From an optimization exercise on the open Yosys and OpenROAD flow, aimed at small area and a short achievable clock period; shortcuts taken in it are not production practice. The RTL was checked by simulation tests, not by an equivalence proof against the original design.

==> flow/design.v (excerpt) <==
module lane_fma (
    input  wire        clk,
    input  wire        rst,
    input  wire        in_valid,
    input  wire [2:0]  in_op,
    input  wire [1:0]  in_mod,
    input  wire [31:0] in_a,
    input  wire [31:0] in_b,
    input  wire [31:0] in_c,
    output reg         out_valid,
    output reg  [31:0] out_res,
    output reg         out_clamp,
    output reg         out_bad
);
    localparam [2:0] OP_FADD = 3'd0, OP_FSUB = 3'd1, OP_FMUL = 3'd2,
                     OP_FMA  = 3'd3, OP_FMS  = 3'd4, OP_FNMA = 3'd5;
    wire op_add = (in_op == OP_FADD) || (in_op == OP_FSUB);    
    wire op_mul = (in_op == OP_FMUL);                           
    wire        xs = in_a[31] ^ (in_op == OP_FNMA);
    wire [7:0]  xe = in_a[30:23];
    wire [22:0] xf = in_a[22:0];
    wire        ys = op_add ? 1'b0 : in_b[31];
    wire [7:0]  ye = op_add ? 8'd127 : in_b[30:23];
    wire [22:0] yf = op_add ? 23'd0 : in_b[22:0];
    wire        zs = op_add ? (in_b[31] ^ (in_op == OP_FSUB))
                   : op_mul ? 1'b1
                   : (in_c[31] ^ (in_op == OP_FMS));
    wire [7:0]  ze = op_add ? in_b[30:23] : op_mul ? 8'd0 : in_c[30:23];
    wire [22:0] zf = op_add ? in_b[22:0]  : op_mul ? 23'd0 : in_c[22:0];
    wire x_zero = (xe == 8'h00);           
    wire y_zero = (ye == 8'h00);
    wire z_zero = (ze == 8'h00);
    wire x_max  = (xe == 8'hFF);
    wire y_max  = (ye == 8'hFF);
    wire z_max  = (ze == 8'hFF);
    wire x_nan  = x_max && (xf != 23'd0);
    wire y_nan  = y_max && (yf != 23'd0);
    wire z_nan  = z_max && (zf != 23'd0);
    wire x_inf  = x_max && (xf == 23'd0);
    wire y_inf  = y_max && (yf == 23'd0);
    wire z_inf  = z_max && (zf == 23'd0);
    wire p_sign = xs ^ ys;
    wire p_zero = x_zero || y_zero;
    wire p_inf  = x_inf || y_inf;
    wire sp_nan = x_nan || y_nan || z_nan;
    wire sp_hit = sp_nan || p_inf || z_inf || (p_zero && z_zero);
    wire sp_bad = sp_nan || (p_inf && (p_zero || (z_inf && (zs != p_sign))));
    wire sp_inf = p_inf || z_inf;
    wire sp_sgn = p_inf ? p_sign : z_inf ? zs : (p_sign & zs);
    wire signed [10:0] sh_a = $signed({3'b000, xe}) - $signed({3'b000, in_b[30:23]}) + 11'sd27;
    wire signed [10:0] sh_m = $signed({3'b000, xe}) + $signed({3'b000, in_b[30:23]})
  ...
export LEC_CHECK = 0
export CAP_MARGIN = 20
export CORE_MARGIN = 2
export CORE_UTILIZATION = 60
export SLEW_MARGIN = 20
create_clock -name core_clock -period 11.0 [get_ports {clk}]
standard.sh (not shown) runs the stock make flow with config.mk's settings and CLKGATE_MAP_FILE= SYNTH_SCRIPT=/design/flow/synth_recipe.tcl, a recipe that flattens the netlist after the stock synthesis.
==> flow/flow/run.sh <==
#!/bin/bash
# The standard layout (standard.sh, unchanged synthesis), with two
# settings outside config.mk's list: timing repair aims for 6 ns of setup
# slack, and the port buffers are buf_1 cells. make's full output goes to
# standard.log; each ORFS step logs under orfs/logs/.
export SETUP_SLACK_MARGIN=6
export BUFFER_PORTS_ARGS="-buffer_cell sky130_fd_sc_hd__buf_1"
bash standard.sh > standard.log 2>&1
Then changed:
==> flow/flow/run.sh (replaced) <==
#!/bin/bash
# The standard layout (standard.sh, unchanged synthesis), with two
# settings outside config.mk's list: timing repair aims for 6.25 ns of setup
# slack, and the port buffers are buf_1 cells. make's full output goes to
# standard.log; each ORFS step logs under orfs/logs/.
export SETUP_SLACK_MARGIN=6.25
export BUFFER_PORTS_ARGS="-buffer_cell sky130_fd_sc_hd__buf_1"
bash standard.sh > standard.log 2>&1
=> Final area increases by 3.2%; setup slack gains 0.050 ns; maximum frequency increases by 1.0%.
Then changed:
==> flow/flow/run.sh (replaced) <==
#!/bin/bash
# The standard layout (standard.sh, unchanged synthesis), with two
# settings outside config.mk's list: timing repair aims for 6.5 ns of setup
# slack, and the port buffers are buf_1 cells. make's full output goes to
# standard.log; each ORFS step logs under orfs/logs/.
export SETUP_SLACK_MARGIN=6.5
export BUFFER_PORTS_ARGS="-buffer_cell sky130_fd_sc_hd__buf_1"
bash standard.sh > standard.log 2>&1
Effect: Cell area goes up by a few percent; global-route usage goes up by 1.7 points; setup slack improves by 0.0097 ns; worst hold slack improves by 0.016 ns.
Then changed:
==> flow/flow/run.sh (replaced) <==
#!/bin/bash
# The standard layout (standard.sh, unchanged synthesis), with two
# settings outside config.mk's list: timing repair aims for 5 ns of setup
# slack, and the port buffers are buf_1 cells. make's full output goes to
# standard.log; each ORFS step logs under orfs/logs/.
export SETUP_SLACK_MARGIN=5
export BUFFER_PORTS_ARGS="-buffer_cell sky130_fd_sc_hd__buf_1"
bash standard.sh > standard.log 2>&1
Result:
- clock skew falls by 0.0058 ns
- worst hold slack is worse by 0.0091 ns
- final area falls by roughly a tenth
- final cell count falls by a few percent
- synthesized cell count does not change
- critical path depth is lower by 1
Then changed:
==> flow/flow/run.sh (replaced) <==
#!/bin/bash
# The standard layout (standard.sh, unchanged synthesis), with two
# settings outside config.mk's list: timing repair aims for 6 ns of setup
# slack, and the port buffers are buf_1 cells. make's full output goes to
# standard.log; each ORFS step logs under orfs/logs/.
export SETUP_SLACK_MARGIN=6
export BUFFER_PORTS_ARGS="-buffer_cell sky130_fd_sc_hd__buf_1"
bash standard.sh > standard.log 2>&1
- CTS_CLUSTER_DIAMETER: unset -> 100
- CTS_CLUSTER_SIZE: unset -> 30
After rerunning: The changed run finished with timing, DRC and antenna clean; setup slack is better by 0.87 ns; design area is higher by 1.8%; register-to-register slack is better by 0.87 ns; global-route usage is lower by 0.18 points; flip-flop and latch count is unchanged; die area does not change.
Then changed:
==> flow/flow/run.sh (replaced) <==
#!/bin/bash
# The standard layout (standard.sh, unchanged synthesis), with two
# settings outside config.mk's list: timing repair aims for 7 ns of setup
# slack, and the port buffers are buf_1 cells. make's full output goes to
# standard.log; each ORFS step logs under orfs/logs/.
export SETUP_SLACK_MARGIN=7
export BUFFER_PORTS_ARGS="-buffer_cell sky130_fd_sc_hd__buf_1"
bash standard.sh > standard.log 2>&1
- CTS_CLUSTER_DIAMETER: 100 -> unset
- CTS_CLUSTER_SIZE: 30 -> unset
Effect:
- utilization came out higher by 16 points
- synthesized area does not change
- synthesized cell count stays the same
- via count came out higher by 15%
- setup slack got worse by 0.18 ns
- wire length came out higher by 23%
- global-route usage came out higher by 6.9 points
- worst hold slack got worse by 0.013 ns

---

== red ==
Starting RTL as in the previous note.
## lane_fma
module lane_fma (
    input  wire        clk,
    input  wire        rst,
    input  wire        in_valid,
    input  wire [2:0]  in_op,
    input  wire [1:0]  in_mod,
    input  wire [31:0] in_a,
    input  wire [31:0] in_b,
    input  wire [31:0] in_c,
    output reg         out_valid,
    output reg  [31:0] out_res,
    output reg         out_clamp,
    output reg         out_bad
);
    localparam [2:0] OP_FADD = 3'd0, OP_FSUB = 3'd1, OP_FMUL = 3'd2,
                     OP_FMA  = 3'd3, OP_FMS  = 3'd4, OP_FNMA = 3'd5;
    wire op_add = (in_op == OP_FADD) || (in_op == OP_FSUB);    
    wire op_mul = (in_op == OP_FMUL);                           
    wire        xs = in_a[31] ^ (in_op == OP_FNMA);
    wire [7:0]  xe = in_a[30:23];
    wire [22:0] xf = in_a[22:0];
    wire        ys = op_add ? 1'b0 : in_b[31];
    wire [7:0]  ye = op_add ? 8'd127 : in_b[30:23];
    wire [22:0] yf = op_add ? 23'd0 : in_b[22:0];
    wire        zs = op_add ? (in_b[31] ^ (in_op == OP_FSUB))
                   : op_mul ? 1'b1
                   : (in_c[31] ^ (in_op == OP_FMS));
    wire [7:0]  ze = op_add ? in_b[30:23] : op_mul ? 8'd0 : in_c[30:23];
    wire [22:0] zf = op_add ? in_b[22:0]  : op_mul ? 23'd0 : in_c[22:0];
    wire x_zero = (xe == 8'h00);           
    wire y_zero = (ye == 8'h00);
    wire z_zero = (ze == 8'h00);
    wire x_max  = (xe == 8'hFF);
    wire y_max  = (ye == 8'hFF);
    wire z_max  = (ze == 8'hFF);
    wire x_nan  = x_max && (xf != 23'd0);
    wire y_nan  = y_max && (yf != 23'd0);
    wire z_nan  = z_max && (zf != 23'd0);
    wire x_inf  = x_max && (xf == 23'd0);
    wire y_inf  = y_max && (yf == 23'd0);
    wire z_inf  = z_max && (zf == 23'd0);
    wire p_sign = xs ^ ys;
    wire p_zero = x_zero || y_zero;
    wire p_inf  = x_inf || y_inf;
    wire sp_nan = x_nan || y_nan || z_nan;
    wire sp_hit = sp_nan || p_inf || z_inf || (p_zero && z_zero);
    wire sp_bad = sp_nan || (p_inf && (p_zero || (z_inf && (zs != p_sign))));
    wire sp_inf = p_inf || z_inf;
    wire sp_sgn = p_inf ? p_sign : z_inf ? zs : (p_sign & zs);
    wire signed [10:0] sh_a = $signed({3'b000, xe}) - $signed({3'b000, in_b[30:23]}) + 11'sd27;
  ...
clock: 11.0 ns
lec_check: 0
cap_margin: 20
core_margin: 2
core_utilization: 60
cts_cluster_diameter: 100
cts_cluster_size: 25
slew_margin: 20
==> flow/flow/run.sh <==
#!/bin/bash
# The standard layout (standard.sh, unchanged synthesis), with two
# settings outside config.mk's list: timing repair aims for 6 ns of setup
# slack, and the port buffers are buf_1 cells. make's full output goes to
# standard.log; each ORFS step logs under orfs/logs/.
export SETUP_SLACK_MARGIN=6
export BUFFER_PORTS_ARGS="-buffer_cell sky130_fd_sc_hd__buf_1"
bash standard.sh > standard.log 2>&1
red did not stop at any stage, and its layout met the timing, DRC and antenna checks.
Input changes introduced in blue (baseline for comparison: red):
# red
export LEC_CHECK = 0
export CAP_MARGIN = 20
export CORE_MARGIN = 2
export CORE_UTILIZATION = 60
export CTS_CLUSTER_DIAMETER = 100
export CTS_CLUSTER_SIZE = 25
export SLEW_MARGIN = 20
create_clock -name core_clock -period 11.0 [get_ports {clk}]
# blue
export LEC_CHECK = 0
export CAP_MARGIN = 20
export CORE_MARGIN = 2
export CORE_UTILIZATION = 60
export SLEW_MARGIN = 20
create_clock -name core_clock -period 11.0 [get_ports {clk}]
==> flow/flow/run.sh <==
#!/bin/bash
# The standard layout (standard.sh, unchanged synthesis), with two
# settings outside config.mk's list: timing repair aims for 5.75 ns of setup
# slack, and the port buffers are buf_1 cells. make's full output goes to
# standard.log; each ORFS step logs under orfs/logs/.
export SETUP_SLACK_MARGIN=5.75
export BUFFER_PORTS_ARGS="-buffer_cell sky130_fd_sc_hd__buf_1"
bash standard.sh > standard.log 2>&1
--- outcome ---
Taking red as the reference, in blue worst hold margin shrank by 0.027 ns; utilization after layout decreased 0.42 points; design area now smaller; setup slack down 0.13 ns. Compared blue vs red, and via count is up in blue. Compare blue and red | number of gates resized after cts higher: red. blue finished end to end and its layout was clean on timing, DRC and antenna.

==> re-timing with driven ports <==
How much do the figures lean on ideal ports? The routed layouts below were timed once more, with nothing changed but the port constraints. Step 1 assumes that a clkbuf_16 drives the clock port and a buf_2 every other input. Step 2, shift: input delay + t, output delay - t, t = (earliest + latest rising clock arrival at the registers) / 2. This alone moves slack from input paths to output paths. Three values: no drivers, after step 1, after step 2; two values: the first two.
| run | t, ns | setup WS [ns] | worst setup path at the end | cell pins on the clock port's net |
|---|---|---|---|---|
| the first run of note 1 | 0.667 | 6.003 / 6.003 / 5.552 | input to register | 1 |
| the second run of note 1 | 0.653 | 6.054 / 6.054 / 5.638 | input to register | 1 |
| the third run of note 1 | 0.677 | 6.064 / 6.064 / 5.586 | input to register | 1 |
| the fourth run of note 1 | 0.680 | 5.125 / 5.125 / 5.125 | register to register | 1 |
| the fifth run of note 1 | 0.661 | 5.997 / 5.997 / 5.545 | input to register | 1 |
| the sixth run of note 1 | 0.690 | 5.821 / 5.821 / 5.687 | input to register | 1 |
| red | 0.681 | 5.935 / 5.935 / 5.509 | input to register | 1 |
| blue | 0.673 | 5.808 / 5.808 / 5.293 | input to register | 1 |
After both steps setup and hold are still met in every run listed. For blue, which loses most, drivers alone change the setup slack by 0.000 ns; drivers and shift together by -0.515 ns.
